This is an optimization exercise on Yosys and OpenROAD, whose aim is small area, a short achievable clock period and few clock cycles, not a production implementation.
Only simulation tests tie the RTL to the original design; equivalence was not proved.
Power and IR drop assume default switching activity.

`design/flow/design.v`:
```
module mx_src_pack (
    input  wire [31:0] x,
    input  wire [4:0]  nsh,
    output wire [1:0]  cls,     
    output wire [8:0]  xs,
    output wire [7:0]  fr
);
    wire [7:0]  e = x[30:23];
    wire [22:0] f = x[22:0];
    wire        e_max  = &e;
    wire        e_zero = ~|e;
    wire        f_zero = ~|f;
    assign cls = e_max ? (f_zero ? 2'd2 : 2'd3) : (e_zero && f_zero) ? 2'd1 : 2'd0;
    assign xs  = e_zero ? (9'd0 - {4'b0, nsh}) : {1'b0, e};
    assign fr  = e_zero ? {f[21:15], |f[14:0]} : {f[22:16], |f[15:0]};
endmodule
module mx_enc_align (
    input  wire [6:0]  dl,
    input  wire [7:0]  m,
    input  wire [2:0]  fsel,
    input  wire [9:0]  r,
    output wire [9:0]  d,
    output wire [7:0]  pre,
    output wire        g,
    output wire        st
);
    reg [2:0] mb;
    always @(*) begin
        case (fsel)
            3'd0: mb = 3'd3;
            3'd1: mb = 3'd2;
            3'd2: mb = 3'd2;
            3'd3: mb = 3'd3;
            3'd4: mb = 3'd1;
            default: mb = 3'd6;
        endcase
    end
    assign d = r - {{3{dl[6]}}, dl};
    wire       dneg = d[9];
    wire [3:0] dn   = 4'd0 - d[3:0];
    wire [3:0] rs   = !dneg ? 4'd0 : (d[9:3] != 7'h7F) ? 4'd8 : dn;
    wire [8:0] x0 = {1'b1, m};
    wire [8:0] x1 = rs[0] ? {1'b0, x0[8:1]} : x0;
    wire       s1 = rs[0] & x0[0];
    wire [8:0] x2 = rs[1] ? {2'b0, x1[8:2]} : x1;
    wire       s2 = s1 | (rs[1] & |x1[1:0]);
    wire [8:0] x3 = rs[2] ? {4'b0, x2[8:4]} : x2;
    wire       s3 = s2 | (rs[2] & |x2[3:0]);
    wire [8:0] y  = rs[3] ? 9'd0 : x3;
    wire       sy = rs[3] | s3;
    reg  [7:0] n;
    reg        gg, ss;
    always @(*) begin
        case (mb)
            3'd1: begin n = {1'b0, y[8:7]} ; gg = y[6]; ss = |y[5:0]; end
            3'd2: begin n = {5'b0, y[8:6]}; gg = y[5]; ss = |y[4:0]; end
            3'd3: begin n = {4'b0, y[8:5]}; gg = y[4]; ss = |y[3:0]; end
            default: begin n = {1'b0, y[8:2]}; gg = y[1]; ss = y[0]; end
        endcase
    end
    assign g  = gg;
    assign st = ss | sy;
    wire [4:0] eb1  = d[4:0] + 5'd1;
    wire [7:0] mask = ~(8'hFF << mb);
    assign pre = dneg ? n : ((({3'b0, eb1}) << mb) | (n & mask));
endmodule
module mx_enc_round (
    input  wire        s,
    input  wire [2:0]  cls,
    input  wire [7:0]  pre,
    input  wire        g,
    input  wire        st,
    input  wire [2:0]  fsel,
    input  wire        rtz,
    input  wire        nan_inf,
    output reg  [7:0]  code,
    output reg         f_of,
    output reg         f_uf,
    output reg         f_nx
);
    reg [6:0] maxcode;
    reg [2:0] wm1;
    reg       is_int;
    always @(*) begin
        is_int = 1'b0;
        case (fsel)
            3'd0: begin maxcode = 7'h7E; wm1 = 3'd7; end
            3'd1: begin maxcode = 7'h7B; wm1 = 3'd7; end
            3'd2: begin maxcode = 7'h1F; wm1 = 3'd5; end
            3'd3: begin maxcode = 7'h1F; wm1 = 3'd5; end
            3'd4: begin maxcode = 7'h07; wm1 = 3'd3; end
            default: begin maxcode = 7'h7F; wm1 = 3'd7; is_int = 1'b1; end
        endcase
    end
    wire       inc  = !rtz && g && (st || pre[0]);
    wire [7:0] cm   = pre + {7'b0, inc};
    wire       ovf  = cm > {1'b0, maxcode};
    wire       zr   = (cm == 8'd0);
    wire [7:0] sgn = {7'b0, s} << wm1;
    wire [7:0] sat = is_int ? (s ? 8'h81 : 8'h7F) : (sgn | {1'b0, maxcode});
    wire [7:0] int_code = s ? (8'd0 - cm) : cm;
    always @(*) begin
        code = 8'h00;
        f_of = 1'b0;
        f_uf = 1'b0;
        f_nx = 1'b0;
        case (cls)
            3'd4: begin
                f_uf = 1'b1;
                f_nx = 1'b1;
                code = is_int ? 8'h00 : sgn;
            end
            3'd3: code = (fsel == 3'd0) ? 8'h7F : (fsel == 3'd1) ? 8'h7E : 8'h00;
            3'd2: begin
                if (nan_inf && fsel == 3'd1) begin
                    code = sgn | 8'h7C;
                end else begin
                    f_of = 1'b1;
                    f_nx = 1'b1;
                    code = (nan_inf && fsel == 3'd0) ? (sgn | 8'h7F) : sat;
                end
            end
            3'd1: code = is_int ? 8'h00 : sgn;
            default: begin
                if (ovf) begin
                    f_of = 1'b1;
                    f_nx = 1'b1;
                    if (nan_inf && !rtz)
                        code = (fsel == 3'd0) ? (sgn | 8'h7F) : (sgn | 8'h7C);
                    else
                        code = sat;
                end else begin
                    f_nx = g || st;
                    f_uf = zr;
                    code = is_int ? int_code : (sgn | cm);
                end
            end
        endcase
    end
endmodule
module mxenc (
    input  wire         clk,
    input  wire         rst,           
    input  wire         in_valid,
    output wire         in_ready,
    input  wire [31:0]  in_data,       
    input  wire [3:0]   in_fmt,        
    input  wire [3:0]   in_ctl,        
    output reg          out_valid,
    input  wire         out_ready,
    output reg  [7:0]   out_scale,
    output wire [255:0] out_data,
    output reg  [3:0]   out_flags,     
    output reg          out_err        
);
    reg         in_ready_r;
    assign in_ready = in_ready_r;
    wire in_fire = in_valid && in_ready_r && !rst;
    reg [31:0] i0_d;
    reg [3:0]  i0_fmt, i0_ctl;
    reg        i0_v;
    reg [4:0]  nsh;                 
    wire       i0_un = (i0_d[30:23] == 8'd0) && (i0_d[22:0] != 23'd0) && !i0_d[22];
    always @(posedge clk) begin
        if (in_fire) begin
            i0_d   <= in_data;
            i0_fmt <= in_fmt;
            i0_ctl <= in_ctl;
            nsh    <= 5'd0;
        end else if (i0_v && i0_un) begin
            i0_d[22:0] <= {i0_d[21:0], 1'b0};
            nsh        <= nsh + 5'd1;
        end
    end
    wire in_un   = (in_data[30:23] == 8'd0) && (in_data[22:0] != 23'd0) && !in_data[22];
    wire i0_ok_n = in_fire ? !in_un : (!i0_un || i0_d[21]);
    wire [1:0] c0_cls;
    wire [8:0] c0_xs;
    wire [7:0] c0_fr;
    mx_src_pack u_pack (.x(i0_d), .nsh(nsh), .cls(c0_cls), .xs(c0_xs), .fr(c0_fr));
    wire       c0_s = i0_d[31];
    reg [5:0] i0_cfg;
    always @(*) begin
        i0_cfg[2:0] = 3'd0;
        i0_cfg[5]   = 1'b0;
        case (i0_fmt)
            4'h4: i0_cfg[2:0] = 3'd0;
            4'h5: i0_cfg[2:0] = 3'd1;
            4'h6: i0_cfg[2:0] = 3'd2;
            4'h7: i0_cfg[2:0] = 3'd3;
            4'h8: i0_cfg[2:0] = 3'd4;
            4'h9: i0_cfg[2:0] = 3'd5;
            default: i0_cfg[5] = 1'b1;
        endcase
        if (i0_ctl > 4'd3) i0_cfg[5] = 1'b1;
        if (i0_ctl[0] && !(i0_fmt == 4'h4 || i0_fmt == 4'h5)) i0_cfg[5] = 1'b1;
        i0_cfg[4] = i0_ctl[1];
        i0_cfg[3] = i0_ctl[0];
    end
    reg [4:0]  h;                   
    reg [12:0] ring [0:31];
    reg [4:0]  wcnt;                
    reg [4:0]  dcnt;                
    reg        wm;                  
    reg        dm;                  
    reg        dpend;               
    reg        pd;                  
    wire        stall;
    wire        stall_n;            
    wire        drain  = pd && !stall;
    wire        wr     = i0_v && !i0_un && wm && (!dpend || (wcnt < dcnt) || drain);
    wire [4:0]  h1     = h + 5'd1;
    wire        wlast  = wr && (wcnt == 5'd31);
    wire        wfirst = (wcnt == 5'd0);
    reg  [8:0] lead;                
    reg        any_fnz;             
    reg  [8:0] lc_e;                
    reg  [4:0] lc;                  
    reg        any_nan, any_snan;
    reg  [5:0] cfg_blk;
    wire       c0_zero = (c0_cls == 2'd1);
    wire       c0_inf  = (c0_cls == 2'd2);
    wire       c0_nan  = (c0_cls == 2'd3);
    wire       c0_fnz  = (c0_cls == 2'd0);
    wire [5:0] k_cfg   = wfirst ? i0_cfg : cfg_blk;
    wire       k_int   = (k_cfg[2:0] == 3'd5);
    reg  [5:0] k_w;                 
    always @(*) begin
        case (k_cfg[2:0])
            3'd0: k_w = 6'd19;
            3'd1: k_w = 6'd33;
            3'd2: k_w = 6'd10;
            3'd3: k_w = 6'd7;
            3'd4: k_w = 6'd5;
            default: k_w = 6'd8;
        endcase
    end
    wire       nolead  = wfirst || !any_fnz;
    wire [9:0] dlw     = {lead[8], lead} - {c0_xs[8], c0_xs};
    wire       newmax  = c0_fnz && (nolead || dlw[9]);
    wire       restart = c0_fnz && (nolead || (dlw[9] && (dlw[8:6] != 3'b111 ||
                                   (k_int && (dlw[5:3] != 3'b111 || dlw[2:0] == 3'd0)))));
    wire       tinyw   = c0_fnz && !newmax && ((dlw[8:6] != 3'd0) || (dlw[5:0] >= k_w));
    wire [6:0] dlq     = restart ? 7'd0 : dlw[6:0];
    wire [1:0] c0_sc   = c0_zero ? 2'd0 : c0_inf ? 2'd1 : c0_nan ? 2'd2 : 2'd3;
    reg  [12:0] c0_q;
    always @(*) begin
        if (k_int)
            c0_q = (!c0_fnz || tinyw) ? {c0_s, 4'b1000, c0_sc, 6'd0}
                                      : {c0_s, dlq[3:0], c0_fr};
        else
            c0_q = (!c0_fnz || tinyw) ? {c0_s, 7'd63, c0_sc, 3'd0}
                                      : {c0_s, dlq, c0_fr[7:4], |c0_fr[3:0]};
    end
    integer ri;
    always @(posedge clk) begin
        for (ri = 0; ri < 31; ri = ri + 1)
            ring[ri] <= ring[ri + 1];
        ring[31] <= wr ? c0_q : ring[0];
    end
    wire dpend_n = wlast || (dpend && !(drain && dcnt == 5'd31));
    wire dm_n    = wlast || drain || (h1 == dcnt);
    wire wm_n    = wr || (h1 == wcnt);
    wire i0_v_n  = (i0_v && !wr) || in_fire;
    always @(posedge clk) begin
        if (rst) begin
            i0_v       <= 1'b0;
            in_ready_r <= 1'b1;
            h          <= 5'd31;
            wcnt       <= 5'd0;
            wm         <= 1'b0;
        end else begin
            i0_v <= i0_v_n;
            h    <= h1;
            wm   <= wm_n;
            if (wr) wcnt <= h1;             
            in_ready_r <= !i0_v_n || (i0_ok_n && wm_n && (!dpend_n || (dpend_n && dm_n && !stall_n)));
        end
        if (wr) begin
            if (newmax) lead <= c0_xs;
            any_fnz <= c0_fnz || (!wfirst && any_fnz);
            if (restart) begin
                lc_e <= c0_xs;
                lc   <= wcnt;
            end
            any_nan  <= c0_nan || (!wfirst && any_nan);
            any_snan <= (c0_nan && !i0_d[22]) || (!wfirst && any_snan);
            if (wfirst) cfg_blk <= i0_cfg;
        end
    end
    always @(posedge clk) begin
        if (rst) begin
            dpend <= 1'b0;
            dcnt  <= 5'd0;
            dm    <= 1'b0;
            pd    <= 1'b0;
        end else begin
            dpend <= dpend_n;
            dm    <= dm_n;
            pd    <= dpend_n && dm_n;
            if (wlast) dcnt <= 5'd0;
            else if (drain) dcnt <= h1;     
        end
    end
    wire [2:0] b_fsel = cfg_blk[2:0];
    reg  [4:0] b_emax;
    reg  [4:0] b_memin;             
    always @(*) begin
        case (b_fsel)
            3'd0: begin b_emax = 5'd8;  b_memin = 5'd6;  end
            3'd1: begin b_emax = 5'd15; b_memin = 5'd14; end
            3'd2: begin b_emax = 5'd4;  b_memin = 5'd2;  end
            3'd3: begin b_emax = 5'd2;  b_memin = 5'd0;  end
            3'd4: begin b_emax = 5'd2;  b_memin = 5'd0;  end
            default: begin b_emax = 5'd0; b_memin = 5'd0; end
        endcase
    end
    wire [9:0] sc_raw   = {lead[8], lead} - {5'b0, b_emax};
    wire [7:0] b_scale  = !any_fnz ? 8'd127 : sc_raw[9] ? 8'd0 : sc_raw[7:0];
    wire [9:0] b_r      = {lc_e[8], lc_e} - {2'b0, b_scale} + {5'b0, b_memin};
    wire       b_err    = cfg_blk[5];
    wire       b_nanblk = any_nan && (b_fsel != 3'd0) && (b_fsel != 3'd1);
    reg  [2:0] a_fsel;
    reg        a_rtz, a_naninf, a_err, a_nanblk, a_snan;
    reg  [7:0] a_scale;
    reg  [4:0] a_lc;
    reg        a_int;
    reg  [2:0] r_fsel;
    reg        r_rtz, r_naninf, r_zero;
    reg  [1:0] r_wsel;              
    wire drain0 = drain && (dcnt == 5'd0);
    always @(posedge clk) begin
        if (drain0) begin
            a_fsel   <= b_fsel;
            a_rtz    <= cfg_blk[4];
            a_naninf <= cfg_blk[3];
            a_err    <= b_err;
            a_nanblk <= b_nanblk;
            a_snan   <= any_snan;
            a_scale  <= b_scale;
            a_lc     <= lc;
            a_int    <= (b_fsel == 3'd5);
        end
    end
    reg        d1_v;
    reg        d1_s, d1_spc;
    reg [6:0]  d1_dl;
    reg [7:0]  d1_m;
    wire       d1_first = (dcnt == 5'd1);
    wire       d1_last  = (dcnt == 5'd0);
    wire [4:0] d1_idx   = dcnt - 5'd1;
    reg  [9:0] rr;                  
    wire [12:0] hq    = ring[0];
    wire        h_int = drain0 ? (b_fsel == 3'd5) : a_int;
    always @(posedge clk) begin
        if (rst) d1_v <= 1'b0;
        else if (!stall) d1_v <= drain;
        if (!stall) begin
            d1_s   <= hq[12];
            d1_spc <= h_int ? (hq[11:8] == 4'b1000) : (hq[11:5] == 7'd63);
            d1_dl  <= h_int ? {{3{hq[11]}}, hq[11:8]} : hq[11:5];
            d1_m   <= h_int ? hq[7:0] : {hq[4:1], 3'b000, hq[0]};
        end
    end
    wire [1:0] d1_sc  = d1_m[7:6];
    wire       early  = (d1_idx < a_lc);
    wire [2:0] al_cls = d1_spc ? ((d1_sc == 2'd3) ? 3'd4 : {1'b0, d1_sc + 2'd1}) :
                        early ? 3'd4 : 3'd0;
    wire       al_g, al_st;
    wire [9:0] al_d;
    wire [7:0] al_pre;
    mx_enc_align u_align (
        .dl(d1_dl), .m(d1_m), .fsel(a_fsel), .r(rr),
        .d(al_d), .pre(al_pre), .g(al_g), .st(al_st)
    );
    always @(posedge clk) begin
        if (drain0) rr <= b_r;
        else if (d1_v && !stall && !d1_spc && !early && d1_dl[6]) rr <= al_d;
    end
    reg        d2_v;
    reg        d2_s, d2_g, d2_st;
    reg [2:0]  d2_cls;
    reg [7:0]  d2_pre;
    reg [1:0]  d2_idx;
    reg        d2_first, d2_last;
    always @(posedge clk) begin
        if (rst) d2_v <= 1'b0;
        else if (!stall) d2_v <= d1_v;
        if (!stall) begin
            d2_s     <= d1_s;
            d2_g     <= al_g;
            d2_st    <= al_st;
            d2_cls   <= al_cls;
            d2_pre   <= al_pre;
            d2_idx   <= d1_idx[1:0];
            d2_first <= d1_first;
            d2_last  <= d1_last;
            if (d1_v && d1_first) begin
                r_fsel   <= a_fsel;
                r_rtz    <= a_rtz;
                r_naninf <= a_naninf;
                r_zero   <= a_err || a_nanblk;
                r_wsel   <= a_err ? 2'd0 : (a_fsel == 3'd2 || a_fsel == 3'd3) ? 2'd1 :
                            (a_fsel == 3'd4) ? 2'd2 : 2'd0;
            end
        end
    end
    wire [7:0] e_code;
    wire       e_of, e_uf, e_nx;
    mx_enc_round u_round (
        .s(d2_s), .cls(d2_cls), .pre(d2_pre), .g(d2_g), .st(d2_st),
        .fsel(r_fsel), .rtz(r_rtz), .nan_inf(r_naninf),
        .code(e_code), .f_of(e_of), .f_uf(e_uf), .f_nx(e_nx)
    );
    wire [7:0] code = r_zero ? 8'd0 : e_code;
    reg  [2:0] facc;                
    wire [2:0] fl_now = d2_first ? {e_of, e_uf, e_nx} : (facc | {e_of, e_uf, e_nx});
    reg [247:0] o;
    reg [7:0]   t;
    assign out_data = {t, o};
    reg [7:0] acc;                  
    reg       emit;
    reg [7:0] byte_in;
    always @(*) begin
        case (r_wsel)
            2'd1: begin
                emit = (d2_idx != 2'd0);
                case (d2_idx)
                    2'd1: byte_in = {code[1:0], acc[5:0]};
                    2'd2: byte_in = {code[3:0], acc[3:0]};
                    default: byte_in = {code[5:0], acc[1:0]};
                endcase
            end
            2'd2: begin
                emit    = d2_idx[0];
                byte_in = {code[3:0], acc[3:0]};
            end
            default: begin
                emit    = !d2_first;
                byte_in = acc;
            end
        endcase
    end
    assign stall = out_valid && d2_v && emit;
    wire take  = d2_v && !stall;
    wire shift = take && emit;
    wire   out_valid_n = (out_valid && !out_ready) || (take && d2_last);
    assign stall_n = out_valid_n && (stall ? emit : (d1_v && !d1_first));
    always @(posedge clk) begin
        if (take) begin
            facc <= fl_now;
            case (r_wsel)
                2'd1: case (d2_idx)
                    2'd0: acc <= {2'b0, code[5:0]};
                    2'd1: acc <= {4'b0, code[5:2]};
                    2'd2: acc <= {6'b0, code[5:4]};
                    default: ;
                endcase
                2'd2: acc <= {4'b0, code[3:0]};
                default: acc <= code;
            endcase
            if (d2_last) t <= (r_wsel == 2'd0) ? code : 8'd0;
        end
        if (shift) begin
            o[239:0]   <= o[247:8];
            o[247:240] <= (r_wsel == 2'd0) ? byte_in : 8'd0;
            if (r_wsel == 2'd1) o[191:184] <= byte_in;
            if (r_wsel == 2'd2) o[127:120] <= byte_in;
        end
    end
    always @(posedge clk) begin
        if (rst) begin
            out_valid <= 1'b0;
        end else begin
            if (out_valid && out_ready) out_valid <= 1'b0;
            if (take && d2_last) begin
                out_valid      <= 1'b1;
                out_flags[2:0] <= r_zero ? 3'd0 : fl_now;
            end
        end
        if (take && d2_idx == 2'd1) begin
            out_scale    <= a_err ? 8'd0 : a_nanblk ? 8'hFF : a_scale;
            out_err      <= a_err;
            out_flags[3] <= a_snan && !a_err;
        end
    end
endmodule
```
`design/flow/constraint.sdc`:
```
create_clock -name core_clock -period 24.0 [get_ports {clk}]
set_input_delay 4.8000 -clock core_clock [delete_from_list [all_inputs] [get_ports {clk}]]
set_output_delay 4.8000 -clock core_clock [all_outputs]
set_load 0.01 [all_outputs]
```
`design/flow/standard.sh`:
```
#!/bin/bash
# synth_recipe.tcl (not shown) runs the flow's synth.tcl, then flattens the netlist and writes it again
# the make line also repeats each setting of config.mk as NAME=value (left out here)
make -C /OpenROAD-flow-scripts/flow DESIGN_CONFIG=/design/flow/config.mk WORK_HOME=/design/flow/orfs CLKGATE_MAP_FILE= SYNTH_SCRIPT=/design/flow/synth_recipe.tcl "${@:-finish}"
```
`design/flow/flow/run.sh`:
```
#!/bin/bash
# The standard layout, with the port buffers built from plain buffers
# (buf_2) instead of the cell buffer_ports picks by itself.
set -euo pipefail
export BUFFER_PORTS_ARGS="-buffer_cell sky130_fd_sc_hd__buf_2"
bash standard.sh > standard.log 2>&1
```
`design/flow/config.mk`:
```
export PLATFORM = sky130hd
export DESIGN_NAME = mxenc
export DESIGN_NICKNAME = mxenc
export VERILOG_FILES = /design/flow/design.v
export SDC_FILE = /design/flow/constraint.sdc
export NUM_CORES = 8
export LEC_CHECK = 0
export CAP_MARGIN = 20
export CORE_MARGIN = 2
export CORE_UTILIZATION = 55
export CTS_BUF_LIST = sky130_fd_sc_hd__clkbuf_8
export CTS_CLUSTER_DIAMETER = 50
export CTS_CLUSTER_SIZE = 16
export PLACE_DENSITY = 0.65
export SLEW_MARGIN = 20
export SYNTH_HIERARCHICAL = 0
```
==> results.yml, run 1 <==
status:
  run_status: "no timing/DRC/antenna violations"
clock_network:
  cts_inserted_buffers: 74
  clock_sinks: 871
  cts.clk_slew.worst_paths_ps: 100
  postCtsSetupBuffers: 0
  cts_tree: "done"
  htree_levels: 3
  clkLatencyLatePin_ps: 680
  cts_resized: 0
  cts_hold_buf: 0
  cts_buffer_depth: 3
  root_buffer: "clkbuf_8"
floorplanning:
  rows: 84
  initial_utilization_pct: 55.6
  dieArea_um2: 55000
  ios: 315
  chipHeight_um: 234
  fp.dieW_um: 234
  core_um2: 52600
critical_path:
  critPathSlowestCell: "dfxtp_1"
  crit-reg2reg-launch: "r_wsel[1]"
  worstPathRequired_ps: 19200
  crit_buf_inv: 1
  path_cells: "buf_2"
  start_kind: "flip-flop"
  reg2reg_depth: 11
  path_class: "reg -> out"
  cp_max_fo: 7
  crit_arrival_ps: 1400
  crit_family: "flip-flops"
  slowest_delay_ps: 490
  rr_endpoint: "lc_e[0]"
  reg2reg_setup_slack_ps: 18430
  critPathCaptureType: "output pin"
timing:
  worstMarginPinSlew_ps: 1120
  finalCriticalPeriod_ps: 6200
  worst_clock_skew_ps: 40.5
  slew_viol_final: 0
  fin_crit_sh_pct: 25.9
  final-hold-violation-count: 0
  setup_ws_ps: 17800
  tns_ps: 0
  slew_headroom_pct: 25.3
  setup_viol: 0
  grt_setup_unrepaired: "false"
  fmax_mhz: 161
routing:
  first_iter_violations: 1033
  viasPerCell: 5.37
  dr.pass1.iters: 5
  wl_per_cell_um: 19.1
  route.detailed.drc: 0
  ant_nets: 0
  drt_wl_total_mm: 60.6
  vias: 17061
cells_and_area:
  layout_common_cells: "dfxtp_1 (445), edfxtp_1 (426), buf_2 (314)"
  drive_gt1_share_pct: 18.7
  synthToLayoutAreaGrowth_pct: 12.5
  seq_area_um2: 21700
  fin_nets: 2568
  fillCellCount: 4112
  multi_input_area_um2: 6880
  final_common_cell: "dfxtp_1"
yosys:
  syn_inst: 2110
  yosys-top-cells-area: "edfxtp_1 (44%), dfxtp_1 (30%), ha_1 (3.2%), nand2_1 (2.4%), nor2_1 (1.9%)"
  ys_types: 82
  synth_area_um2: 29200
  syn_avg_cell_area_um2: 13.8
  synth_edf_count: 426
  ys_warn_count: 4
  synth_ff_type: "dfxtp_1"
  synth_nets: 2235
  async_reset_ff_share_pct: 0
  synth.largest_area_cell: "edfxtp_1"
  synth_top_area_share_pct: 43.8
  ys_ff_latch: 871
  seq_area_frac_synth_pct: 74.3
pwr:
  leakagePower_uw: 0.0127
  vdd_drop_max_mv: 0.0538
  p_per_area_nw_per_um2: 73.7
global_route:
  grt_overflow_total: 0
  grt_pass1_wl_mm: 91.4
  grt_max_degree: 180
  antenna_found_initial: 1
  grt_pass1_vias: 16375
  track_usage_pct: 21.5
worst_hold_path:
  hold_path.class: "reg -> reg"
  holdPathEnd: "ring[6][12]"
  worstHoldPathCells: 0
  min_from: "ring[7][12]"
place:
  port_buffers: 314
  hpwl_mm: 43.8
  gp_congestion: 0.853
  place_ws_ps: 17420
job:
  timing.max_cap.violations: 0
==> worst register-to-register path, cell delays in order, from the launching register on <==
cell	delay (ps)
edfxtp_1	400
inv_1	100
ha_1	820
nand2b_1	200
a311oi_2	510
nand2_2	650
nand2_1	410
nand2_1	140
o2111ai_2	660
inv_2	450
and3_1	440
o31a_1	420
==> metrics by stage <==
step	utilization (%)	hold WS, ps	instances	power (uW)	cell area [um^2]
6_report	62.5	312	3180	2420	32900
5_1_grt	62.5	324	3180	2510	32900
4_1_cts	62.5	318	3179	2450	32900
3_5_place_dp	59.9	312	3055	1670	31500
3_3_place_gp	59.9	310	3055	1660	31500
2_1_floorplan	-	310	2110	1650	29200
==> sequential cells by signal, summed over array words and instances (netlist names), 4 cells and up <==
name	cells
dcnt	5
d1_dl	7
out_scale	8
a_lc	5
a_scale	8
i0_d	32
lc	5
i0_fmt	4
ring	416
out_flags	4
acc	8
wcnt	5
nsh	5
lead	9
d2_pre	8
d1_m	8
lc_e	9
i0_ctl	4
h	5
o	248
t	8
rr	10
cfg_blk	6
==> per-layer routing <==
| metal | up-vias | part of all wire, % | GRT usage (%) |
|---|---|---|---|
| met3 | 108 | 6.2 | 4.07 |
| met1 | 8210 | 42 | 27.9 |
| met2 | 549 | 49 | 36.6 |
| met4 | 0 | 2.6 | 7.21 |
| met5 | - | 0 | 0 |
| li1 | 8194 | - | - |
==> power breakdown <==
| group | internal [uW] | switching (uW) | leakage, uW |
|---|---|---|---|
| sequential | 1560 | 8.60 | 0.00753 |
| clock | 310 | 480 | 0.000792 |
| combinational | 23.2 | 35.7 | 0.00442 |
==> worst max-delay path by stage <==
stage	to	slack, ps	from	cells past startpoint
floorplan	o[0]	10960	r_wsel[0]	5
global placement	in_ready_r	17530	rst	6
detailed placement	in_ready_r	17420	rst	6
CTS	out_valid	17720	out_valid	1
global route	out_valid	17690	out_valid	1
finish	out_valid	17800	out_valid	1
==> Yosys cell counts, types with 16 or more instances <==
library cell and instances:
dfxtp_1 445, edfxtp_1 426, nand2_1 190, nor2_1 149, inv_1 107, ha_1 74, o21ai_0 74, a21oi_1 65
clkbuf_1 55, xnor2_1 39, nor3_1 31, nor2b_1 30, nand3_1 29, nand2b_1 26, xor2_1 24, nor4_1 22
a21o_1 20, a211oi_1 19, a31oi_1 18, nand4_1 16
==> kinds of logic after synthesis <==
kind of cell               synth area share, %
AOI/OAI and AO/OA                         8.06
xor gates and xnor gates                  1.89
adders and majority gates                 3.65
buffers and inverters                     2.25
and+or+nand+nor                           8.80
muxes                                     1.09
DFF                                       74.3
==> layout make-up <==
cell class	instances	share of cell area, %
antenna	1	0.00761
inverter	110	1.26
clock buffer	75	3.14
timing repair buffer	320	4.96
sequential	871	66.0
clock inverter	49	1.06
multi-input combinational	1066	20.9
tap	688	2.62
Testbench counts, summed over its fixed seeds: cycles 12,576.
==> run 2: changes to the inputs <==
--- a/design/flow/config.mk
+++ b/design/flow/config.mk
@@ -7,10 +7,10 @@
 export LEC_CHECK = 0
 export CAP_MARGIN = 20
 export CORE_MARGIN = 2
-export CORE_UTILIZATION = 55
+export CORE_UTILIZATION = 65
 export CTS_BUF_LIST = sky130_fd_sc_hd__clkbuf_8
 export CTS_CLUSTER_DIAMETER = 50
 export CTS_CLUSTER_SIZE = 16
-export PLACE_DENSITY = 0.65
+export PLACE_DENSITY = 0.75
 export SLEW_MARGIN = 20
 export SYNTH_HIERARCHICAL = 0
==> run 2 against run 1 <==
Compared with the run above: register-to-register slack worse by 100 ps; non-clock buffer count is 1 higher; synthesized area stayed put; critical path depth unchanged; global-route usage rose by 4.7 points; critical path type unchanged.
==> results.yml, run 2 <==
status:
  run_status: "no timing/DRC/antenna violations"
routing:
  wl_per_cell_um: 20.0
  first_iter_violations: 1411
  ant_nets: 0
  viasPerCell: 5.60
  route.detailed.drc: 0
  vias: 17227
  drt_wl_total_mm: 61.4
  dr.pass1.iters: 6
yosys:
  ys_ff_latch: 871
  synth_nets: 2235
  async_reset_ff_share_pct: 0
  synth_most_common_cell: "dfxtp_1"
  ys_types: 82
  yosys-top-cells-area: "edfxtp_1 (44%), dfxtp_1 (30%), ha_1 (3.2%), nand2_1 (2.4%), nor2_1 (1.9%)"
  seq_area_frac_synth_pct: 74.3
  synth_top_area_share_pct: 43.8
  syn_avg_cell_area_um2: 13.8
  synth.largest_area_cell: "edfxtp_1"
  syn_inst: 2110
  synth_area_um2: 29200
  synth_ff_type: "dfxtp_1"
  yosys-top-cells-count: "dfxtp_1 (445), edfxtp_1 (426), nand2_1 (190)"
  synth_edf_count: 426
  ys_warn_count: 4
global_route:
  grt_max_degree: 154
  grt_pass1_wl_mm: 93.8
  grt_pass1_vias: 16723
  track_usage_pct: 26.2
  grt_overflow_total: 0
  antenna_found_initial: 1
pwr:
  switchingPower_uw: 509
  p_int_uw: 1890
  vdd_drop_max_mv: 0.0710
  switching_share_pct: 21.2
  seqPwrFrac_pct: 65.5
  clkPwrFrac_pct: 32.0
  p_per_area_nw_per_um2: 73.5
  leakagePower_uw: 0.0127
  combPwrFrac_pct: 2.5
critical_path:
  path_class: "reg -> out"
  crit_path_end: "out_valid"
  slowest_delay_ps: 510
  critPathCaptureType: "output pin"
  crit-reg2reg-launch: "r_wsel[1]"
  rr_endpoint: "lc_e[2]"
  reg2reg_setup_slack_ps: 18330
  crit_buf_inv: 1
  crit_family: "flip-flops"
  start_kind: "flip-flop"
  critPathSlowestCell: "dfxtp_1"
  worst-path-stages: 1
  worstPathRequired_ps: 19200
  path_cells: "buf_2"
  crit_arrival_ps: 1420
  startpoint: "out_valid"
  cp_max_fo: 7
  reg2reg_depth: 11
cells_and_area:
  layout_common_cells: "dfxtp_1 (445), edfxtp_1 (426), buf_2 (314)"
  regMostFlops: "ring"
  largest_reg_flops: 416
  largest_registers: "ring: 416 flops, o: 248 flops, i0_d: 32 flops"
  drive_gt1_share_pct: 18.6
  synthToLayoutAreaGrowth_pct: 11.9
  final_common_cell: "dfxtp_1"
  fin_nets: 2565
timing:
  worstMarginPinSlew_ps: 1130
  setup_viol: 0
  slew_viol_final: 0
  whs_ps: 314
  setup_ws_ps: 17780
  tns_ps: 0
  finalCriticalPeriod_ps: 6220
  fin_crit_sh_pct: 25.9
  fmax_mhz: 161
  slew_headroom_pct: 24.8
  worst_clock_skew_ps: 34.1
  final-hold-violation-count: 0
  grt_setup_unrepaired: "false"
floorplanning:
  dieArea_um2: 46700
  ios: 315
  core_um2: 44300
  chipHeight_um: 216
  rows: 77
  initial_utilization_pct: 65.9
  fp.dieW_um: 216
clock_network:
  cts.clk_slew.worst_paths_ps: 100
  cts_resized: 0
  postCtsSetupBuffers: 0
  htree_levels: 3
  root_buffer: "clkbuf_8"
  clkLatencyLatePin_ps: 670
  cts_inserted_buffers: 70
  cts_hold_buf: 0
  cts_buffer_depth: 3
  clock_sinks: 871
  cts_tree: "done"
job:
  timing.max_cap.violations: 0
place:
  gp_congestion: 0.882
  place_ws_ps: 17440
  hpwl_mm: 44.1
  port_buffers: 314
worst_hold_path:
  hold_path.class: "reg -> reg"
-- run 2: changes by cell type in the layout (fill, tap and decap cells not counted), sizes merged --
cell      delta
inv          -9
clkinvlp     -1
bufinv       +1
clkbuf       -2
buf          +1
clkinv       +1
-- run 2: area by class of cell --
cell class	count	area, um^2
inverters	110	413
repair buffers	321	1640
clock inverters	41	315
fillers	2800	11600
flip-flops and latches	871	21700
diodes	1	2.50
multi-input cells	1066	6880
clock buffers	73	1000
well taps	592	741
-- run 2: worst register-to-register path, cell delays in order, from the launching register on --
cell       delay, ps
edfxtp_1         400
inv_1             90
ha_1             830
nand2b_1         220
a311oi_2         540
nand2_2          670
nand2_1          430
nand2_1          150
o2111ai_2        650
inv_2            450
and3_1           440
o31a_1           440
-- run 2: stage by stage --
stage               std cells  util (%)  total power (uW)  cell area, um^2
global route             3075      73.8              2480            32700
global placement         2960      70.8              1660            31400
CTS                      3074      73.7              2420            32700
detailed placement       2960      70.8              1670            31400
finish                   3075      73.8              2400            32700
floorplan                2110         -              1650            29200
-- run 2: metal layers --
| layer | track usage, % | part of all wire (%) | wire length, um | vias up |
|---|---|---|---|---|
| met5 | 0 | 0 | 0 | - |
| met4 | 8.08 | 2.6 | 1620 | 0 |
| met3 | 4.59 | 5.7 | 3480 | 101 |
| met2 | 46.6 | 51 | 31500 | 626 |
| met1 | 32.9 | 40 | 24700 | 8314 |
| li1 | - | - | - | 8186 |
-- run 2: logic make-up after synthesis --
kind of cell	Yosys count	share of synthesized area, %
xor+xnor	63	1.89
simple gates	552	8.80
mux	30	1.09
fa+ha+maj	81	3.65
compound gates	340	8.06
buf+inv	173	2.25
flops	871	74.3
-- run 2: worst min-delay path by stage --
stage | start | to | cells after the start
global route | ring[11][9] | ring[10][9] | 0
global placement | ring[23][10] | ring[22][10] | 0
floorplan | ring[1][0] | ring[0][0] | 0
finish | ring[11][9] | ring[10][9] | 0
detailed placement | ring[28][6] | ring[27][6] | 0
CTS | ring[11][9] | ring[10][9] | 0
-- run 2: power groups by stage --
stage               Combinational, uW  Sequential, uW  Clock, uW
detailed placement               58.2            1610          0
CTS                              58.8            1570        789
finish                           59.5            1570        770
global route                     66.7            1580        841
floorplan                        42.1            1600          0
global placement                 56.0            1610          0
==> run 3: changes to the inputs <==
--- a/design/flow/config.mk
+++ b/design/flow/config.mk
@@ -9,8 +9,8 @@
 export CORE_MARGIN = 2
 export CORE_UTILIZATION = 65
 export CTS_BUF_LIST = sky130_fd_sc_hd__clkbuf_8
-export CTS_CLUSTER_DIAMETER = 50
-export CTS_CLUSTER_SIZE = 16
+export CTS_CLUSTER_DIAMETER = 55
+export CTS_CLUSTER_SIZE = 18
 export PLACE_DENSITY = 0.75
 export SLEW_MARGIN = 20
 export SYNTH_HIERARCHICAL = 0
==> run 3 against run 2 <==
Compared with the run above: global-route usage fell by 0.77 points; fmax rose by 0.21%; non-clock buffer count is the same; combinational power about the same; die area did not move; clock-buffer cell count is 12 lower; critical path depth is the same; largest cell class unchanged.
==> results.yml, run 3 <==
timing:
  slew_headroom_pct: 26.7
  setup_viol: 0
  tns_ps: 0
  final-hold-violation-count: 0
  finalCriticalPeriod_ps: 6210
  slew_viol_final: 0
  worst_clock_skew_ps: 44.9
  fin_crit_sh_pct: 25.9
  worstMarginPinSlew_ps: 1100
  grt_setup_unrepaired: "false"
  fmax_mhz: 161
critical_path:
  crit_family: "flip-flops"
  critPathCaptureType: "output pin"
  critPathSlowestCell: "edfxtp_1"
  crit_buf_inv: 1
  path_class: "reg -> out"
  path_cells: "buf_2"
  start_kind: "flip-flop"
  slowest_delay_ps: 520
  worstPathRequired_ps: 19200
  crit_arrival_ps: 1410
  cp_max_fo: 2
yosys:
  synth_nets: 2235
  yosys-top-cells-area: "edfxtp_1 (44%), dfxtp_1 (30%), ha_1 (3.2%), nand2_1 (2.4%), nor2_1 (1.9%)"
  synth_top_family_by_area: "simple AND/OR/NAND/NOR gates"
  syn_avg_cell_area_um2: 13.8
  synth-adder-area-share_pct: 3.65
  synth.largest_area_cell: "edfxtp_1"
  synth_top_area_share_pct: 43.8
  seq_area_frac_synth_pct: 74.3
  synthSimpleGateAreaFrac_pct: 8.80
  synth_edf_count: 426
  ys_ff_latch: 871
  synth_most_common_cell: "dfxtp_1"
  synth-compound-area-share_pct: 8.06
  ys_types: 82
  syn_inst: 2110
  post_synth_mux_area_share_pct: 1.09
  yosys-top-cells-count: "dfxtp_1 (445), edfxtp_1 (426), nand2_1 (190)"
  async_reset_ff_share_pct: 0
  synthXorXnorAreaFrac_pct: 1.89
  ys_warn_count: 4
  synth_area_um2: 29200
  synth_ff_type: "dfxtp_1"
pwr:
  leakagePower_uw: 0.0126
  vdd_drop_max_mv: 0.0732
  p_per_area_nw_per_um2: 71.6
cells_and_area:
  drive_gt1_share_pct: 18.0
  fin_nets: 2553
  final_common_cell: "dfxtp_1"
  synthToLayoutAreaGrowth_pct: 11.1
  post-route-util_pct: 73.3
  fillCellCount: 2847
  layout_common_cells: "dfxtp_1 (445), edfxtp_1 (426), buf_2 (314)"
  final_cell_area_um2: 32500
  largest_registers: "ring: 416 flops, o: 248 flops, i0_d: 32 flops"
  largest_reg_flops: 416
  regMostFlops: "ring"
routing:
  viasPerCell: 5.59
  drt_wl_total_mm: 60.0
  first_iter_violations: 1325
  dr.pass1.iters: 6
  route.detailed.drc: 0
  ant_nets: 0
  vias: 17099
  wl_per_cell_um: 19.6
clock_network:
  cts_inserted_buffers: 58
  root_buffer: "clkbuf_8"
  postCtsSetupBuffers: 0
  cts.clk_slew.worst_paths_ps: 120
  cts_tree: "done"
  clock_sinks: 871
  cts_hold_buf: 0
  cts_buffer_depth: 3
  cts_resized: 0
  clkLatencyLatePin_ps: 700
  htree_levels: 2
global_route:
  track_usage_pct: 25.4
  grt_max_degree: 154
  grt_pass1_vias: 16365
  grt_overflow_total: 0
  grt_pass1_wl_mm: 91.9
  antenna_found_initial: 0
floorplanning:
  ios: 315
  fp.dieW_um: 216
  rows: 77
  chipHeight_um: 216
  core_um2: 44300
  initial_utilization_pct: 65.9
  dieArea_um2: 46700
place:
  hpwl_mm: 44.1
  gp_congestion: 0.882
  placed_cell_area_um2: 31400
  port_buffers: 314
job:
  timing.max_cap.violations: 0
status:
  run_status: "no timing/DRC/antenna violations"
worst_hold_path:
  hold_path.class: "reg -> reg"
run 3: cell counts after synthesis:
Identical to the previous run, type by type.
run 3: cell families after synthesis:
| group | count (synthesis) |
|---|---|
| DFF | 871 |
| and+or+nand+nor | 552 |
| AOI/OAI and AO/OA | 340 |
| buffers and inverters | 173 |
| adders and majority gates | 81 |
| xor gates and xnor gates | 63 |
| muxes | 30 |
run 3: power breakdown:
part,internal (uW),leakage [uW],switching [uW]
logic,23.2,0.00442,36.0
registers,1560,0.00753,9.33
clock network,252,0.000648,440
total,1840,0.0126,485
run 3: metrics by stage:
stage | power (uW) | instances | worst slack, ps | hold slack [ps]
after detailed placement | 1670 | 2960 | 17440 | 312
after global routing | 2400 | 3059 | 17730 | 320
after global placement | 1660 | 2960 | 17530 | 310
after CTS | 2340 | 3059 | 17720 | 322
after floorplan | 1650 | 2110 | 10960 | 310
final | 2320 | 3060 | 17790 | 314
run 3: final cells by class:
cell class,count,area (um^2),area share [%]
clock inverters,38,253,0.778
flip-flops and latches,871,21700,66.8
inverters,110,413,1.27
repair buffers,321,1640,5.04
multi-input cells,1066,6880,21.2
clock buffers,61,840,2.59
well taps,592,741,2.28
diodes,1,2.50,0.00771
run 3: final timing paths:
kind / cells after the start / slack [ps] / endpoint / start
max: 1 / 17790 / out_data[158] / o[158]
max reg2reg: 11 / 18430 / lc_e[0] / r_wsel[1]
min: 0 / 310 / ring[9][11] / ring[10][11]
min reg2reg: 0 / 310 / ring[9][11] / ring[10][11]
run 3: layer usage:
| metal | vias to the layer above | GRT usage, % | share of wire, % |
|---|---|---|---|
| li1 | 8155 | - | - |
| met1 | 8244 | 32.7 | 41 |
| met2 | 594 | 44.9 | 51 |
| met3 | 106 | 3.95 | 5.8 |
| met4 | 0 | 7.58 | 2.8 |
| met5 | - | 0 | 0 |
==> run 4: changes to the inputs <==
--- a/design/flow/config.mk
+++ b/design/flow/config.mk
@@ -7,10 +7,11 @@
 export LEC_CHECK = 0
 export CAP_MARGIN = 20
 export CORE_MARGIN = 2
-export CORE_UTILIZATION = 65
+export CORE_UTILIZATION = 55
 export CTS_BUF_LIST = sky130_fd_sc_hd__clkbuf_8
 export CTS_CLUSTER_DIAMETER = 55
 export CTS_CLUSTER_SIZE = 18
-export PLACE_DENSITY = 0.75
+export GPL_TIMING_DRIVEN = 0
+export PLACE_DENSITY = 0.65
 export SLEW_MARGIN = 20
 export SYNTH_HIERARCHICAL = 0
==> run 4 against run 3 <==
Compared with the run above: first-iteration DRC count fell by 8.5%; design area rose by 2.2%; non-clock buffer count rose by 66; final cell count rose by 5.6%; clock power rose by 11%; setup slack improved by 4.4 ps; total power rose by 3.4%; synthesized cell count did not move; via count rose by 0.99%; flip-flop and latch count did not move; core utilization fell by 10 points; highest routed layer unchanged.
==> results.yml, run 4 <==
status:
  run_status: "no timing/DRC/antenna violations"
timing:
  fmax_mhz: 161
  fin_crit_sh_pct: 25.8
  slew_headroom_pct: 28.5
  grt_setup_unrepaired: "false"
  slew_viol_final: 0
  worst_clock_skew_ps: 69.9
  setup_viol: 0
  worstMarginPinSlew_ps: 1060
  final-hold-violation-count: 0
  setup_ws_ps: 17800
  tns_ps: 0
  finalCriticalPeriod_ps: 6200
routing:
  dr.pass1.iters: 6
  ant_nets: 0
  viasPerCell: 5.35
  wl_per_cell_um: 19.2
  route.detailed.drc: 0
  vias: 17269
  first_iter_violations: 1212
  drt_wl_total_mm: 62.1
global_route:
  grt_overflow_total: 0
  grt_pass1_vias: 16326
  grt_pass1_wl_mm: 92.6
  grt_max_degree: 41
  track_usage_pct: 22.1
  antenna_found_initial: 2
worst_hold_path:
  min_from: "ring[26][8]"
  worstHoldPathCells: 0
  holdPathEnd: "ring[25][8]"
  hold_path.class: "reg -> reg"
floorplanning:
  fp.dieW_um: 234
  dieArea_um2: 55000
  core_um2: 52600
  ios: 315
  chipHeight_um: 234
  rows: 84
  initial_utilization_pct: 55.6
cells_and_area:
  largest_registers: "ring: 416 flops, o: 248 flops, i0_d: 32 flops"
  largest_reg_flops: 416
  multi_input_area_um2: 6870
  synthToLayoutAreaGrowth_pct: 13.5
  final_cell_area_um2: 33200
  fin_nets: 2627
  seq_area_um2: 21700
  final_common_cell: "dfxtp_1"
  drive_gt1_share_pct: 18.6
  layout_common_cells: "dfxtp_1 (445), edfxtp_1 (426), buf_2 (320)"
  regMostFlops: "ring"
  fillCellCount: 4024
  instances_no_fill: 3230
yosys:
  ys_warn_count: 4
  synth_nets: 2235
  syn_inst: 2110
  post_synth_mux_area_share_pct: 1.09
  async_reset_ff_share_pct: 0
  seq_area_frac_synth_pct: 74.3
  synth.largest_area_cell: "edfxtp_1"
  synth_most_common_cell: "dfxtp_1"
  synth_top_family_by_area: "simple AND/OR/NAND/NOR gates"
  ys_types: 82
  synth-adder-area-share_pct: 3.65
  synthXorXnorAreaFrac_pct: 1.89
  ys_ff_latch: 871
  syn_avg_cell_area_um2: 13.8
  synth_top_area_share_pct: 43.8
  synth_edf_count: 426
  synth-compound-area-share_pct: 8.06
  yosys-top-cells-count: "dfxtp_1 (445), edfxtp_1 (426), nand2_1 (190)"
  synth_area_um2: 29200
  synthSimpleGateAreaFrac_pct: 8.80
  yosys-top-cells-area: "edfxtp_1 (44%), dfxtp_1 (30%), ha_1 (3.2%), nand2_1 (2.4%), nor2_1 (1.9%)"
  synth_ff_type: "dfxtp_1"
clock_network:
  cts_tree: "done"
  clock_sinks: 871
  cts.clk_slew.worst_paths_ps: 90
  cts_resized: 0
  cts_hold_buf: 0
  cts_buffer_depth: 3
  cts_inserted_buffers: 66
  htree_levels: 3
  root_buffer: "clkbuf_8"
  clkLatencyLatePin_ps: 710
  postCtsSetupBuffers: 0
critical_path:
  crit_buf_inv: 1
  critPathSlowestCell: "dfxtp_1"
  crit_arrival_ps: 1400
  slowest_delay_ps: 500
  start_kind: "flip-flop"
  rr_endpoint: "ring[31][6]"
  path_cells: "buf_2"
  critPathCaptureType: "output pin"
  cp_max_fo: 7
  crit-reg2reg-launch: "i0_d[28]"
  reg2reg_depth: 16
  crit_family: "flip-flops"
  path_class: "reg -> out"
  reg2reg_setup_slack_ps: 18560
  worstPathRequired_ps: 19200
place:
  place_ws_ps: 17130
  gp_congestion: 0.925
  dp.cells: 3122
  port_buffers: 314
  placed_cell_area_um2: 31900
  hpwl_mm: 46.4
pwr:
  leakagePower_uw: 0.0128
  vdd_drop_max_mv: 0.0655
  p_per_area_nw_per_um2: 72.5
job:
  timing.max_cap.violations: 0
-- run 4: stage by stage --
stage	hold slack (ps)	utilization [%]	total power, uW
final	310	63.1	2400
after global routing	332	63.1	2490
after CTS	327	63.1	2430
after detailed placement	312	60.7	1670
after global placement	310	60.2	1660
after floorplan	310	-	1650
-- run 4: layout make-up --
| cell class | instances | area share [%] |
|---|---|---|
| multi-input combinational | 1066 | 20.7 |
| inverter | 110 | 1.25 |
| timing repair buffer | 324 | 5.40 |
| buffer | 63 | 0.739 |
| tap | 688 | 2.60 |
| sequential | 871 | 65.4 |
| clock inverter | 38 | 1.06 |
| clock buffer | 67 | 2.78 |
| antenna | 3 | 0.0226 |
-- run 4: worst max-delay path by stage --
stage / cells past startpoint / start / slack (ps) / end
detailed placement: 5 / rst / 17130 / i0_d[24]
global placement: 5 / r_wsel[0] / 7090 / o[26]
CTS: 1 / out_valid / 17730 / out_valid
global route: 1 / out_valid / 17710 / out_valid
floorplan: 5 / r_wsel[0] / 10960 / o[0]
finish: 1 / out_valid / 17800 / out_valid
-- run 4: routing by layer --
| layer | share of wire [%] | global-route usage (%) | vias to the layer above |
|---|---|---|---|
| li1 | - | - | 8315 |
| met1 | 42 | 28.8 | 8264 |
| met2 | 49 | 38.0 | 581 |
| met3 | 6.4 | 3.50 | 109 |
| met4 | 2.5 | 7.29 | 0 |
| met5 | 0 | 0 | - |
-- run 4: kinds of logic after synthesis --
logic type,count (synthesis)
and+or+nand+nor,552
buffers and inverters,173
AOI/OAI and AO/OA,340
muxes,30
xor gates and xnor gates,63
adders and majority gates,81
DFF,871
-- run 4: power breakdown --
part	switching [uW]	leakage [uW]	internal [uW]
Clock	470	0.000698	300
Combinational	36.6	0.00457	23.8
Sequential	8.53	0.00753	1560
Total	515	0.0128	1890
==> run 5: changes to the inputs <==
--- a/design/flow/config.mk
+++ b/design/flow/config.mk
@@ -11,7 +11,6 @@
 export CTS_BUF_LIST = sky130_fd_sc_hd__clkbuf_8
 export CTS_CLUSTER_DIAMETER = 55
 export CTS_CLUSTER_SIZE = 18
-export GPL_TIMING_DRIVEN = 0
 export PLACE_DENSITY = 0.65
 export SLEW_MARGIN = 20
 export SYNTH_HIERARCHICAL = 0
==> run 5 against run 4 <==
Compared with the run above: sequential share of layout area rose by 0.84 points; routed wire length fell by 2.5%; non-clock buffer count fell by 67; core utilization fell by 0.80 points; final cell count fell by 2.1%; clock-buffer cell count did not move; die area did not move; fmax rose by 0.37%; clock skew fell by 31 ps; hold slack barely moved; critical path type unchanged.
==> results.yml, run 5 <==
status:
  run_status: "no timing/DRC/antenna violations"
clock_network:
  cts_resized: 0
  clkLatencyLatePin_ps: 670
  clock_sinks: 871
  cts_buffer_depth: 3
  postCtsSetupBuffers: 0
  cts.clk_slew.worst_paths_ps: 110
  root_buffer: "clkbuf_8"
  cts_hold_buf: 0
  htree_levels: 3
  cts_tree: "done"
  cts_inserted_buffers: 66
pwr:
  combPwrFrac_pct: 2.5
  p_per_area_nw_per_um2: 73.1
  clkPwrFrac_pct: 31.8
  vdd_drop_max_mv: 0.0653
  p_int_uw: 1880
  seqPwrFrac_pct: 65.8
  leakagePower_uw: 0.0126
  switching_share_pct: 21.5
  switchingPower_uw: 515
floorplanning:
  rows: 84
  core_um2: 52600
  chipHeight_um: 234
  dieArea_um2: 55000
  fp.dieW_um: 234
  ios: 315
  initial_utilization_pct: 55.6
place:
  place_ws_ps: 17420
  hpwl_mm: 43.8
  gp_congestion: 0.853
  port_buffers: 314
  placed_cell_area_um2: 31500
timing:
  fmax_mhz: 162
  tns_ps: 0
  setup_ws_ps: 17820
  fin_crit_sh_pct: 25.7
  final-hold-violation-count: 0
  setup_viol: 0
  slew_headroom_pct: 22.6
  grt_setup_unrepaired: "false"
  finalCriticalPeriod_ps: 6180
  slew_viol_final: 0
  worstMarginPinSlew_ps: 1160
  worst_clock_skew_ps: 39.1
critical_path:
  path_class: "reg -> out"
  slowest_delay_ps: 500
  critPathCaptureType: "output pin"
  worstPathRequired_ps: 19200
  critPathSlowestCell: "dfxtp_1"
  rr_endpoint: "lc_e[1]"
  crit_arrival_ps: 1380
  start_kind: "flip-flop"
  crit_buf_inv: 1
  cp_max_fo: 7
  worst-path-stages: 1
  crit_path_end: "out_valid"
  reg2reg_depth: 11
  reg2reg_setup_slack_ps: 18450
  crit-reg2reg-launch: "r_wsel[1]"
  crit_family: "flip-flops"
  path_cells: "buf_2"
  startpoint: "out_valid"
yosys:
  synth-compound-area-share_pct: 8.06
  ys_warn_count: 4
  yosys-top-cells-area: "edfxtp_1 (44%), dfxtp_1 (30%), ha_1 (3.2%), nand2_1 (2.4%), nor2_1 (1.9%)"
  syn_inst: 2110
  synth_top_family_by_area: "simple AND/OR/NAND/NOR gates"
  ys_ff_latch: 871
  syn_avg_cell_area_um2: 13.8
  synth.largest_area_cell: "edfxtp_1"
  synthSimpleGateAreaFrac_pct: 8.80
  synth_edf_count: 426
  synth_nets: 2235
  post_synth_mux_area_share_pct: 1.09
  synthXorXnorAreaFrac_pct: 1.89
  yosys-top-cells-count: "dfxtp_1 (445), edfxtp_1 (426), nand2_1 (190)"
  ys_types: 82
  synth_most_common_cell: "dfxtp_1"
  seq_area_frac_synth_pct: 74.3
  synth_ff_type: "dfxtp_1"
  async_reset_ff_share_pct: 0
  synth_top_area_share_pct: 43.8
  synth-adder-area-share_pct: 3.65
  synth_area_um2: 29200
cells_and_area:
  layout_common_cells: "dfxtp_1 (445), edfxtp_1 (426), buf_2 (314)"
  synthToLayoutAreaGrowth_pct: 12.1
  regMostFlops: "ring"
  fin_nets: 2560
  diodes: 0
  fillCellCount: 4099
  largest_reg_flops: 416
  final_common_cell: "dfxtp_1"
  final_cell_area_um2: 32700
  drive_gt1_share_pct: 18.6
  post-route-util_pct: 62.3
  largest_registers: "ring: 416 flops, o: 248 flops, i0_d: 32 flops"
global_route:
  grt_overflow_total: 0
  antenna_found_initial: 0
  grt_pass1_wl_mm: 91.5
  grt_max_degree: 180
  track_usage_pct: 21.5
  grt_pass1_vias: 16375
routing:
  route.detailed.drc: 0
  drt_wl_total_mm: 60.6
  vias: 17012
  wl_per_cell_um: 19.2
  first_iter_violations: 1042
  viasPerCell: 5.38
  dr.pass1.iters: 5
  ant_nets: 0
worst_hold_path:
  hold_path.class: "reg -> reg"
job:
  timing.max_cap.violations: 0
run 5: changes by cell type in the layout (fill, tap and decap cells not counted), sizes merged:
cell,before,now
clkinvlp,1,2
clkbuf,122,67
diode,3,0
clkinv,9,11
buf,332,320
bufinv,2,1
run 5: how the worst min path moves through the flow:
stage,startpoint,endpoint,depth (start not counted),slack (ps)
after CTS,ring[4][7],ring[3][7],0,320
after floorplan,ring[1][0],ring[0][0],0,310
after detailed placement,ring[26][3],ring[25][3],0,310
after global routing,ring[20][11],ring[19][11],0,320
after global placement,ring[20][5],ring[19][5],0,310
final,ring[20][11],ring[19][11],0,310
run 5: layer usage:
metal	share of wire (%)	track usage [%]	wire (um)	vias to the layer above
met3	6.2	4.35	3760	102
met4	2.5	6.74	1530	0
met2	49	36.7	29900	542
met5	0	0	0	-
li1	-	-	-	8158
met1	42	27.8	25400	8210
run 5: layout make-up:
type	instances	area (um^2)	share of cell area [%]
clock buffers	67	922	2.82
inverters	110	413	1.26
multi-input cells	1066	6880	21.0
flip-flops and latches	871	21700	66.3
clock inverters	40	339	1.04
well taps	688	861	2.63
repair buffers	320	1630	4.97
run 5: logic make-up after synthesis:
| family | count (synthesis) |
|---|---|
| compound gates | 340 |
| xor+xnor | 63 |
| fa+ha+maj | 81 |
| buf+inv | 173 |
| flops | 871 |
| mux | 30 |
| simple gates | 552 |
run 5: per-stage QoR:
stage	cells	total power (uW)	hold slack (ps)
2_1_floorplan	2110	1650	310
3_3_place_gp	3055	1660	310
3_5_place_dp	3055	1670	312
4_1_cts	3162	2420	321
5_1_grt	3162	2480	322
6_report	3162	2390	310
run 5: power by group through the flow:
stage               sequential [uW]  combinational [uW]  clock (uW)
floorplan                      1600                42.1           0
global placement               1610                56.2           0
detailed placement             1610                58.3           0
CTS                            1570                58.7         788
global route                   1580                66.6         841
finish                         1570                58.7         761
==> run 6: changes to the inputs <==
==> design/flow/flow/run.sh (replaced) <==
#!/bin/bash
# The standard layout, with the port buffers built from plain buffers
# (buf_1) instead of the cell buffer_ports picks by itself.
set -euo pipefail
export BUFFER_PORTS_ARGS="-buffer_cell sky130_fd_sc_hd__buf_1"
bash standard.sh > standard.log 2>&1
==> run 6 against run 5 <==
Compared with the run above: via count decreased by 0.42%; sequential power hardly changed; flip-flop and latch count stayed put; critical path type is now in -> reg; still clean on timing, DRC and antenna.
==> results.yml, run 6 <==
worst_hold_path:
  holdPathEnd: "ring[23][9]"
  worstHoldPathCells: 0
  min_from: "ring[24][9]"
  hold_path.class: "reg -> reg"
pwr:
  combPwrFrac_pct: 2.4
  seqPwrFrac_pct: 66.1
  leakagePower_uw: 0.0118
  switching_share_pct: 21.1
  vdd_drop_max_mv: 0.0656
  clkPwrFrac_pct: 31.5
  power_uw: 2380
  p_int_uw: 1880
  p_per_area_nw_per_um2: 73.7
  switchingPower_uw: 502
clock_network:
  root_buffer: "clkbuf_8"
  cts_buffer_depth: 3
  postCtsSetupBuffers: 0
  clock_sinks: 871
  cts.clk_slew.worst_paths_ps: 100
  htree_levels: 2
  cts_hold_buf: 0
  cts_inserted_buffers: 60
  clkLatencyLatePin_ps: 730
  cts_resized: 0
  cts_tree: "done"
yosys:
  syn_inst: 2110
  synth_most_common_cell: "dfxtp_1"
  synth.largest_area_cell: "edfxtp_1"
  ys_types: 82
  synth_area_um2: 29200
  yosys-top-cells-count: "dfxtp_1 (445), edfxtp_1 (426), nand2_1 (190)"
  yosys-top-cells-area: "edfxtp_1 (44%), dfxtp_1 (30%), ha_1 (3.2%), nand2_1 (2.4%), nor2_1 (1.9%)"
  synth_edf_count: 426
  async_reset_ff_share_pct: 0
  ys_ff_latch: 871
  synth_nets: 2235
  synth_ff_type: "dfxtp_1"
  ys_warn_count: 4
  syn_avg_cell_area_um2: 13.8
  seq_area_frac_synth_pct: 74.3
  synth_top_area_share_pct: 43.8
timing:
  fin_crit_sh_pct: 26.6
  tns_ps: 0
  fmax_mhz: 157
  worst_clock_skew_ps: 54.0
  worstMarginPinSlew_ps: 1020
  finalCriticalPeriod_ps: 6380
  setup_viol: 0
  slew_viol_final: 0
  slew_headroom_pct: 31.8
  whs_ps: 301
  final-hold-violation-count: 0
  grt_setup_unrepaired: "false"
floorplanning:
  rows: 84
  initial_utilization_pct: 55.6
  chipHeight_um: 234
  ios: 315
  fp.dieW_um: 234
  dieArea_um2: 55000
  core_um2: 52600
routing:
  ant_nets: 0
  first_iter_violations: 1209
  drt_wl_total_mm: 59.6
  wl_per_cell_um: 18.9
  vias: 16941
  viasPerCell: 5.37
  dr.pass1.iters: 5
  route.detailed.drc: 0
cells_and_area:
  final_cell_area_um2: 32300
  instances_no_fill: 3157
  regMostFlops: "ring"
  largest_registers: "ring: 416 flops, o: 248 flops, i0_d: 32 flops"
  fin_nets: 2554
  synthToLayoutAreaGrowth_pct: 10.6
  final_common_cell: "dfxtp_1"
  layout_common_cells: "dfxtp_1 (445), edfxtp_1 (426), buf_1 (314)"
  drive_gt1_share_pct: 5.39
  largest_reg_flops: 416
critical_path:
  cp_common_cell: "nand2_1"
  path_cells: "buf_1 -> or2_2 -> inv_1 -> buf_4 -> nand2_1 -> nand2_1"
  path_class: "in -> reg"
  slowest_delay_ps: 710
  rr_endpoint: "lc_e[5]"
  critPathCaptureType: "flip-flop"
  worstPathRequired_ps: 24490
  start_kind: "input pin"
  cp_max_fo: 35
  reg2reg_setup_slack_ps: 18400
  crit-reg2reg-launch: "r_wsel[0]"
  reg2reg_depth: 10
  critPathSlowestCell: "buf_1"
  crit_arrival_ps: 6870
place:
  port_buffers: 314
  gp_congestion: 0.880
  dp.cells: 3055
  placed_cell_area_um2: 31100
  hpwl_mm: 42.9
global_route:
  grt_pass1_vias: 15968
  grt_overflow_total: 0
  track_usage_pct: 20.9
  antenna_found_initial: 1
  grt_max_degree: 181
  grt_pass1_wl_mm: 89.4
status:
  run_status: "no timing/DRC/antenna violations"
job:
  timing.max_cap.violations: 0
==> run 6: cell types whose count changed in the layout (fill, tap and decap cells not counted), moves of 3 or more <==
cell	change
buf_1	+314
inv_6	-3
inv_1	+6
clkbuf_8	-7
buf_2	-314
==> run 6: power by group through the flow <==
stage	sequential [uW]	combinational, uW	clock (uW)
after floorplan	1600	42.1	0
after CTS	1570	57.1	774
after detailed placement	1610	56.8	0
after global placement	1610	55.3	0
final	1570	57.2	749
after global routing	1580	64.5	824
==> run 6: logic make-up after synthesis <==
group | Yosys count | synth area share, %
compound gates | 340 | 8.06
xor+xnor | 63 | 1.89
fa+ha+maj | 81 | 3.65
buf+inv | 173 | 2.25
flops | 871 | 74.3
mux | 30 | 1.09
simple gates | 552 | 8.80
==> run 6: how the worst max path moves through the flow <==
stage	from	endpoint	slack (ps)	cells after the start
final	rst	i0_d[21]	17620	6
after detailed placement	rst	i0_d[21]	16920	6
after global placement	rst	i0_d[18]	17030	6
after CTS	out_valid	out_valid	17610	1
after floorplan	r_wsel[0]	o[0]	10960	5
after global routing	rst	i0_d[19]	17470	6
==> run 6: through the flow <==
stage / utilization, % / worst slack, ps
floorplan: - / 10960
global placement: 59.2 / 17030
detailed placement: 59.2 / 16920
CTS: 61.4 / 17610
global route: 61.5 / 17470
finish: 61.5 / 17620
==> run 6: worst max-delay path, delay by kind of cell <==
kind,cells,cell delay [ps]
buffers and inverters,3,1320
AND/OR/NAND/NOR,3,740
==> run 6: final cells by class <==
cell class / instances / area (um^2)
Antenna cell: 2 / 5.00
Clock buffer: 60 / 826
Clock inverter: 40 / 380
Fill cell: 4064 / 20200
Inverter: 110 / 413
Multi-Input combinational cell: 1066 / 6880
Sequential cell: 871 / 21700
Tap cell: 688 / 861
Timing Repair Buffer: 320 / 1240
==> run 6: layer usage <==
metal	routed length (um)	global-route usage [%]	vias to the layer above
li1	-	-	8163
met2	29100	35.5	536
met1	25400	27.6	8149
met3	3580	3.42	93
met4	1500	6.56	0
met5	0	0	-

==> re-timing with driven ports <==
Ports are ideal in the flow. The routed layouts listed here were re-timed in OpenROAD.
Step 1 (the two cells are an assumption about what drives the block):
set clk [get_ports {clk}]
set_driving_cell -lib_cell sky130_fd_sc_hd__clkbuf_16 $clk
set_driving_cell -lib_cell sky130_fd_sc_hd__buf_2 [delete_from_list [all_inputs] $clk]
Step 2 also shifts input and output timing later by t, the mid clock arrival at the registers, as if the neighbouring blocks saw the same clock.
Three values: ideal ports, drivers, drivers and shift; two values: the first two.
run	shift t [ns]	setup WS [ns]	worst setup path at the end	worst slew at a driven data input, ns
run 1	0.720	17.795 / 17.740 / 17.396	input to register	0.08
run 2	0.712	17.782 / 17.723 / 17.467	input to register	0.08
run 3	0.728	17.795 / 17.743 / 17.466	input to register	0.07
run 4	0.729	17.799 / 17.740 / 17.376	input to register	0.09
run 5	0.705	17.822 / 17.771 / 17.366	input to register	0.08
run 6	0.763	17.622 / 17.646 / 16.891	input to register	0.08
After both steps setup and hold are still met in every run listed. The setup slack of run 6, which loses most, moves by +0.024 ns with the drivers and by -0.731 ns with both steps.
